This design comes from an exercise in tuning for small area, a short achievable clock period and few clock cycles on the open sky130 flow, not from production work. Only simulation tests tie the RTL to the original design; equivalence was not proved.

`flow/config.mk`:
```
export PLATFORM = sky130hd
export DESIGN_NAME = egs_wfq_port
export DESIGN_NICKNAME = egs_wfq_port
export VERILOG_FILES = /design/flow/design.v
export SDC_FILE = /design/flow/constraint.sdc
export NUM_CORES = 4
export LEC_CHECK = 0
export CAP_MARGIN = 20
export CORE_MARGIN = 2
export CORE_UTILIZATION = 40
export SLEW_MARGIN = 20
```
`flow/constraint.sdc`:
```
create_clock -name core_clock -period 20.0 [get_ports {clk}]
set_input_delay 4.0000 -clock core_clock [delete_from_list [all_inputs] [get_ports {clk}]]
set_output_delay 4.0000 -clock core_clock [all_outputs]
set_load 0.01 [all_outputs]
```
`flow/design.v`:
```
module egs_wfq_port (
    input  wire        clk,
    input  wire        rst,
    input  wire        cmd_valid,
    output wire        cmd_ready,
    input  wire [1:0]  cmd_op,
    input  wire [2:0]  cmd_leg,
    input  wire [63:0] cmd_data,      
    input  wire [13:0] cmd_len,       
    input  wire [5:0]  cmd_ovh,       
    input  wire [15:0] cmd_weight,    
    input  wire [19:0] cmd_pir,       
    input  wire [23:0] cmd_pbs,       
    input  wire        cmd_en,        
    output reg         rsp_valid,
    output reg         rsp_found,
    output reg  [2:0]  rsp_leg,
    output reg  [63:0] rsp_tag
);
    localparam OP_PORT = 2'd0;
    localparam OP_CFG  = 2'd1;
    localparam OP_PUSH = 2'd2;
    localparam OP_SEL  = 2'd3;
    localparam S_IDLE = 2'd0;
    localparam S_SCAN = 2'd1;
    localparam S_PICK = 2'd2;
    localparam S_DIV  = 2'd3;
    reg [1:0]  state;
    reg [63:0] vtime;
    reg [5:0]  ovh;
    reg        en     [0:7];
    reg [15:0] weight [0:7];
    reg [19:0] pir    [0:7];
    reg [23:0] pbs    [0:7];
    reg [36:0] tok    [0:7];      
    reg [47:0] tlast  [0:7];      
    reg [63:0] tag    [0:7];      
    reg        hv     [0:7];      
    reg [13:0] hlen   [0:7];
    reg [2:0]  cur_leg;
    reg [47:0] cur_time;
    reg [2:0]  scan_i;
    reg        best_found;
    reg [2:0]  best_leg;
    reg [63:0] best_tag;
    reg [4:0]  div_cnt;
    reg [30:0] div_num;
    reg [19:0] div_rem;
    reg [30:0] div_q;
    reg [19:0] div_den;
    assign cmd_ready = (state == S_IDLE);
    wire accept = cmd_valid && cmd_ready;
    function automatic earlier(input [63:0] a, input [63:0] b);
        reg [63:0] d;
        begin
            d = b - a;
            earlier = (d != 64'd0) && !d[63];
        end
    endfunction
    function automatic [36:0] cap_of(input [23:0] bytes);
        cap_of = {13'd0, bytes} * 37'd8000;
    endfunction
    function automatic [27:0] need_of(input [13:0] len, input [5:0] o);
        need_of = ({14'd0, len} + {22'd0, o}) * 28'd8000;
    endfunction
    reg any_en;
    integer k;
    always @* begin
        any_en = 1'b0;
        for (k = 0; k < 8; k = k + 1)
            any_en = any_en | en[k];
    end
    wire [47:0] dt      = cur_time - tlast[scan_i];
    wire        dt_big  = |dt[47:37];
    wire [56:0] fill    = dt[36:0] * pir[scan_i];
    wire [57:0] sum     = {21'd0, tok[scan_i]} + {1'b0, fill};
    wire [36:0] cap     = cap_of(pbs[scan_i]);
    wire [36:0] tok_upd = (dt_big || sum > {21'd0, cap}) ? cap : sum[36:0];
    wire        elig    = en[scan_i] && hv[scan_i] &&
                          (tok_upd >= {9'd0, need_of(hlen[scan_i], ovh)});
    wire        better  = !best_found || earlier(tag[scan_i], best_tag);
    wire [20:0] div_try  = {div_rem, div_num[30]} - {1'b0, div_den};
    wire        div_ok   = !div_try[20];
    wire [30:0] q_last   = {div_q[29:0], div_ok};
    wire [19:0] r_last   = div_ok ? div_try[19:0] : {div_rem[18:0], div_num[30]};
    wire [30:0] q_ceil   = q_last + {30'd0, (r_last != 20'd0)};
    wire [63:0] tag_base = earlier(vtime, tag[cur_leg]) ? tag[cur_leg] : vtime;
    wire [63:0] new_tag  = tag_base + {33'd0, q_ceil};
    integer i;
    always @(posedge clk) begin
        if (rst) begin
            state     <= S_IDLE;
            vtime     <= 64'd0;
            ovh       <= 6'd20;
            rsp_valid <= 1'b0;
            rsp_found <= 1'b0;
            rsp_leg   <= 3'd0;
            rsp_tag   <= 64'd0;
            for (i = 0; i < 8; i = i + 1) begin
                en[i] <= 1'b0;
                hv[i] <= 1'b0;
            end
        end else begin
            rsp_valid <= 1'b0;
            case (state)
            S_IDLE: if (accept) begin
                cur_leg  <= cmd_leg;
                cur_time <= cmd_data[47:0];
                case (cmd_op)
                OP_PORT: begin
                    rsp_valid <= 1'b1;
                    rsp_leg   <= 3'd0;
                    rsp_found <= !any_en;
                    if (!any_en) begin
                        ovh     <= cmd_ovh;
                        vtime   <= cmd_data;
                        rsp_tag <= cmd_data;
                    end else begin
                        rsp_tag <= vtime;
                    end
                end
                OP_CFG: begin
                    rsp_valid        <= 1'b1;
                    rsp_found        <= 1'b1;
                    rsp_leg          <= cmd_leg;
                    rsp_tag          <= 64'd0;
                    weight[cmd_leg]  <= cmd_weight;
                    pir[cmd_leg]     <= cmd_pir;
                    pbs[cmd_leg]     <= cmd_pbs;
                    en[cmd_leg]      <= cmd_en;
                    if (!cmd_en) begin
                        hv[cmd_leg] <= 1'b0;
                    end else if (!en[cmd_leg]) begin
                        tok[cmd_leg]   <= cap_of(cmd_pbs);
                        tlast[cmd_leg] <= cmd_data[47:0];
                        tag[cmd_leg]   <= vtime;
                        hv[cmd_leg]    <= 1'b0;
                    end else if (tok[cmd_leg] > cap_of(cmd_pbs)) begin
                        tok[cmd_leg]   <= cap_of(cmd_pbs);
                    end
                end
                OP_PUSH: begin
                    if (en[cmd_leg] && !hv[cmd_leg]) begin
                        state   <= S_DIV;
                        div_cnt <= 5'd0;
                        div_num <= {({1'b0, cmd_len} + {9'd0, ovh}), 16'd0};
                        div_rem <= 20'd0;
                        div_q   <= 31'd0;
                        div_den <= (weight[cmd_leg] != 16'd0) ? {4'd0, weight[cmd_leg]}
                                                              : pir[cmd_leg];
                        hlen[cmd_leg] <= cmd_len;
                    end else begin
                        rsp_valid <= 1'b1;
                        rsp_found <= 1'b0;
                        rsp_leg   <= cmd_leg;
                        rsp_tag   <= 64'd0;
                    end
                end
                OP_SEL: begin
                    state      <= S_SCAN;
                    scan_i     <= 3'd0;
                    best_found <= 1'b0;
                    best_leg   <= 3'd0;
                    best_tag   <= 64'd0;
                end
                endcase
            end
            S_SCAN: begin
                if (en[scan_i]) begin
                    tok[scan_i]   <= tok_upd;
                    tlast[scan_i] <= cur_time;
                end
                if (elig && better) begin
                    best_found <= 1'b1;
                    best_leg   <= scan_i;
                    best_tag   <= tag[scan_i];
                end
                scan_i <= scan_i + 3'd1;
                if (scan_i == 3'd7)
                    state <= S_PICK;
            end
            S_PICK: begin
                state     <= S_IDLE;
                rsp_valid <= 1'b1;
                rsp_found <= best_found;
                rsp_leg   <= best_leg;
                if (best_found) begin
                    vtime          <= best_tag;
                    rsp_tag        <= best_tag;
                    hv[best_leg]   <= 1'b0;
                    tok[best_leg]  <= tok[best_leg] - {9'd0, need_of(hlen[best_leg], ovh)};
                end else begin
                    rsp_tag        <= vtime;
                end
            end
            S_DIV: begin
                div_num <= {div_num[29:0], 1'b0};
                div_rem <= r_last;
                div_q   <= q_last;
                div_cnt <= div_cnt + 5'd1;
                if (div_cnt == 5'd30) begin
                    state     <= S_IDLE;
                    rsp_valid <= 1'b1;
                    rsp_found <= 1'b1;
                    rsp_leg   <= cur_leg;
                    tag[cur_leg] <= new_tag;
                    rsp_tag      <= new_tag;
                    hv[cur_leg]  <= 1'b1;
                end
            end
            endcase
        end
    end
endmodule
```
`flow/run.sh`:
```
#!/bin/bash
# synth_recipe.tcl (not shown) runs the flow's synth.tcl, then flattens the netlist and writes it again
# the make line also repeats each setting of config.mk as NAME=value (left out here)
make -C /OpenROAD-flow-scripts/flow DESIGN_CONFIG=/design/flow/config.mk WORK_HOME=/design/flow/orfs CLKGATE_MAP_FILE= SYNTH_SCRIPT=/design/flow/synth_recipe.tcl finish
```
==> flow_summary.toml <==
[logic_synthesis]
ys.flop_type = "edfxtp_1"
yosysUniqueCellTypes = 95
synth_top_area_share_pct = 39.7
ys_top_cells_by_area = "edfxtp_1 (40%), fa_1 (12%), mux4_2 (9.7%), ha_1 (6.4%), inv_1 (3.4%)"
synth_enable_flop_cells = 2012
synth_compound_area_share_pct = 9.41
synth_xor_xnor_area_share_pct = 2.37
ys_async_sr_fraction_pct = 0
synth-simple-area-share_pct = 9.17
synthMuxAreaShare_pct = 13.5
synth_area_per_cell_um2 = 11.9
synth_top_cell_by_area = "edfxtp_1"
synth_top_family_by_area = "adder cells"
yosysWarnings = 1
syn_area_um2 = 152000
synth_fp_nets = 14700
ys_seq_area_share_pct = 41.7
synth_seq_cells = 2162
synth_fa_ha_area_share_pct = 18.8
synth_cells = 12800

[placed_design]
place.gp.congestion = 0.993
post-place-cells = 17700
place_area_um2 = 161000
dp_hpwl_um = 370000
post-place-ws_ns = 0.421
numPortBuffers = 222

[floorplan]
die_area_um2 = 385000
die_x_um = 620
rows = 226
coreArea_um2 = 379000
start_util_pct = 40.1
chipHeight_um = 620
ios = 223

[critical_path]
r2r.worst_path.cells = 67
critPathCapture = "best_tag[22]"
max_stage_delay_ns = 0.63
worst_path_max_delay_cell = "nor4_2"
reg2reg_to = "best_tag[22]"
required_ns = 20.58
crit_top_cell = "a21oi_1"
crit_buf_inv = 7
arrival_ns = 19.26
cp.depth = 67
crit_path_max_fanout = 68
cp-start-kind = "register"
cp-end-kind = "register"
reg2reg_slack_ns = 1.32
path_class = "reg -> reg"
path_delay_family = "compound AO/OA/AOI/OAI gates"

[clock_tree]
cts-root-buf = "clkbuf_16"
cts_buffers = 235
cts_max_level = 4
cts_tree = "built"
clk_latency_ns = 1.00
cts.path.max_buffers = 4
clock_sinks = 2162
clk_pin_slew_ns = 0.06

[timing]
fin_ws_ns = 1.32
fin_tns_setup_ns = 0
fin_crit_ns = 18.68
finalClockSkew_ns = 0.142
hold_ws_ns = 0.472
finalHoldViolCount = 0
setup_viol = 0
slew_headroom_pct = 10.6
fmax_mhz = 53.5
period_share_pct = 93.4
rsz0062_at_grt = "no"
drv_slew = 0
worst_pin_slew_ns = 1.30

[route]
drtPass1Iterations = 9
vias_per_cell = 5.94
routed_wl_um = 509000
ant_nets = 0
drc = 0
drt_iter0_markers = 12100
vias = 108000
wl_per_cell_um = 28.1

[cells_and_area]
nets = 14800
fin_cells = 18100
layout-drive-gt1-share_pct = 12.6
syn_to_final_growth_pct = 10.9
final_area_um2 = 169000

[global_route]
grt_max_degree = 78
grt_pass1_wl_um = 737000
grt_pass1_vias = 106000
overflow = 0
grt_antenna_before_repair = 53
grt_usage_pct = 26.2

[run]
cap_violations = 0

[status]
status = "finished clean"

[hold_path]
worstHoldPathType = "reg -> reg"
hp-start = "vtime[4]"
synthesized netlist by cell type, types with 24 or more instances:
library cell  number
nand2_1         1206
or3_1             34
a31oi_1           76
o22ai_1           86
edfxtp_1        2012
mux2i_1          332
buf_1            121
xnor2_1          273
or2_2             24
and2_1           100
mux2_2           223
o21bai_1          67
clkbuf_1         492
a211oi_1          71
nand2b_1          68
a211o_1           25
xor2_1           139
mux4_2           655
nand3_1          169
and4_1            38
nand4_1          120
ha_1             772
o221ai_1          39
fa_1             945
o21ai_0          516
nor2_1           906
dfxtp_1          150
a21o_1           182
and3_1            82
o31ai_1           28
a311oi_1          25
inv_1           1372
nor4_1            58
a21oi_1          549
o21a_1            56
o211ai_1          80
nor2b_1           82
a22oi_1          124
a221oi_1          47
nor3_1           150
final cells by class:
type	count	area (um2)
sequential	2162	63500
inverter	1374	5160
clock inverter	146	1640
clock buffer	298	6230
tap	5016	6280
multi-input combinational	8652	81700
timing repair buffer	475	4200
fill	34500	210000
antenna	14	35.0
per-stage QoR:
step                      utilization, %
after floorplan                        -
after global routing                44.5
after global placement              42.4
after CTS                           44.5
after detailed placement            42.4
final                               44.5
state kept, by name (all words and copies together), names as in the netlist, 20 cells and up, named ones only:
name,count
tag,512
tlast,384
tok,296
pbs,192
pir,160
weight,128
hlen,112
best_tag,64
rsp_tag,64
vtime,64
cur_time,48
div_q,30
div_den,20
div_rem,20
timing repair:
action / in CTS / in global routing
setup buffers: 0 / 0
setup endpoints to repair: 0 / 71
hold buffers: 0 / 0
gates resized for setup: 0 / 7
cells by family (layout without fill, tap and decap cells):
group,after synthesis,in the layout
AND/OR/NAND/NOR,3101,3101
AO/OA/AOI/OAI,2211,2211
flip-flops,2162,2162
buffers and inverters,2004,2293
adder cells (fa/ha/maj),1717,1717
multiplexers,1211,1211
XOR/XNOR,412,412
other,0,14
how the worst min path moves through the flow:
stage	slack [ns]	cells past startpoint	endpoint
after floorplan	0.44	2	vtime[24]
after global placement	0.45	2	vtime[4]
after detailed placement	0.46	2	vtime[4]
after CTS	0.47	2	vtime[4]
after global routing	0.51	2	vtime[63]
final	0.47	2	vtime[4]
per-layer routing:
layer	global-route usage (%)	routed length (um)	vias up
met5	0	117	-
met4	10.6	23800	18
met3	5.47	49200	961
met2	41.3	232000	5172
met1	35.2	204000	54900
li1	-	-	46700
placed cells by master (no fill, tap or decap), types with 58 or more instances in the layout:
| cell | synthesis | layout |
|---|---|---|
| inv_1 | 1372 | 1368 |
| edfxtp_1 | 2012 | 2012 |
| mux2_2 | 223 | 223 |
| o21bai_1 | 67 | 67 |
| nor4_1 | 58 | 58 |
| o21ai_0 | 516 | 512 |
| nor2_1 | 906 | 867 |
| a22oi_1 | 124 | 124 |
| mux4_2 | 655 | 655 |
| o211ai_1 | 80 | 80 |
| nand3_1 | 169 | 165 |
| ha_1 | 772 | 770 |
| a21o_1 | 182 | 182 |
| a211oi_1 | 71 | 70 |
| buf_4 | 0 | 245 |
| clkdlybuf4s50_1 | 0 | 218 |
| nand2_1 | 1206 | 1201 |
| a31oi_1 | 76 | 76 |
| mux2i_1 | 332 | 316 |
| nor3_1 | 150 | 146 |
| o22ai_1 | 86 | 86 |
| and2_1 | 100 | 98 |
| a21oi_1 | 549 | 547 |
| nand2b_1 | 68 | 68 |
| xnor2_1 | 273 | 264 |
| dfxtp_1 | 150 | 141 |
| fa_1 | 945 | 944 |
| nand4_1 | 120 | 120 |
| xor2_1 | 139 | 137 |
| clkbuf_16 | 0 | 236 |
| and3_1 | 82 | 80 |
| nor2b_1 | 82 | 82 |
worst register-to-register path, delay by kind of cell (launching register included):
family	cells	cell delay, ns
flip-flops	1	0.60
multiplexers	4	1.73
AO/OA/AOI/OAI	32	6.45
XOR/XNOR	2	0.69
buffers and inverters	7	1.08
AND/OR/NAND/NOR	11	2.73
adder cells (fa/ha/maj)	11	4.98
Testbench counts, summed over its fixed seeds: cycles 242,100.

re-timing with driven ports:
No port has a modelled driver above. Below, the same layout with a new extraction and two added sets of constraints. Step 1 (the two cells are an assumption about what drives the block):
set clk [get_ports {clk}]
set_driving_cell -lib_cell sky130_fd_sc_hd__clkbuf_16 $clk
set_driving_cell -lib_cell sky130_fd_sc_hd__buf_2 [delete_from_list [all_inputs] $clk]
Step 2 also shifts input and output timing later by t, the mid clock arrival at the registers, as if the neighbouring blocks saw the same clock. Three values: ideal ports, drivers, drivers and shift; two values: the first two.
shift t [ns]: 1.032
slack for setup (ns): 1.323 / 1.323 / 1.323
worst setup path after step 2: register to register
latest minus earliest clock arrival (ns): 0.143 / 0.143
After both steps this run still meets setup and hold. For this run, drivers alone change the setup slack by 0.000 ns; drivers and shift together by 0.000 ns.
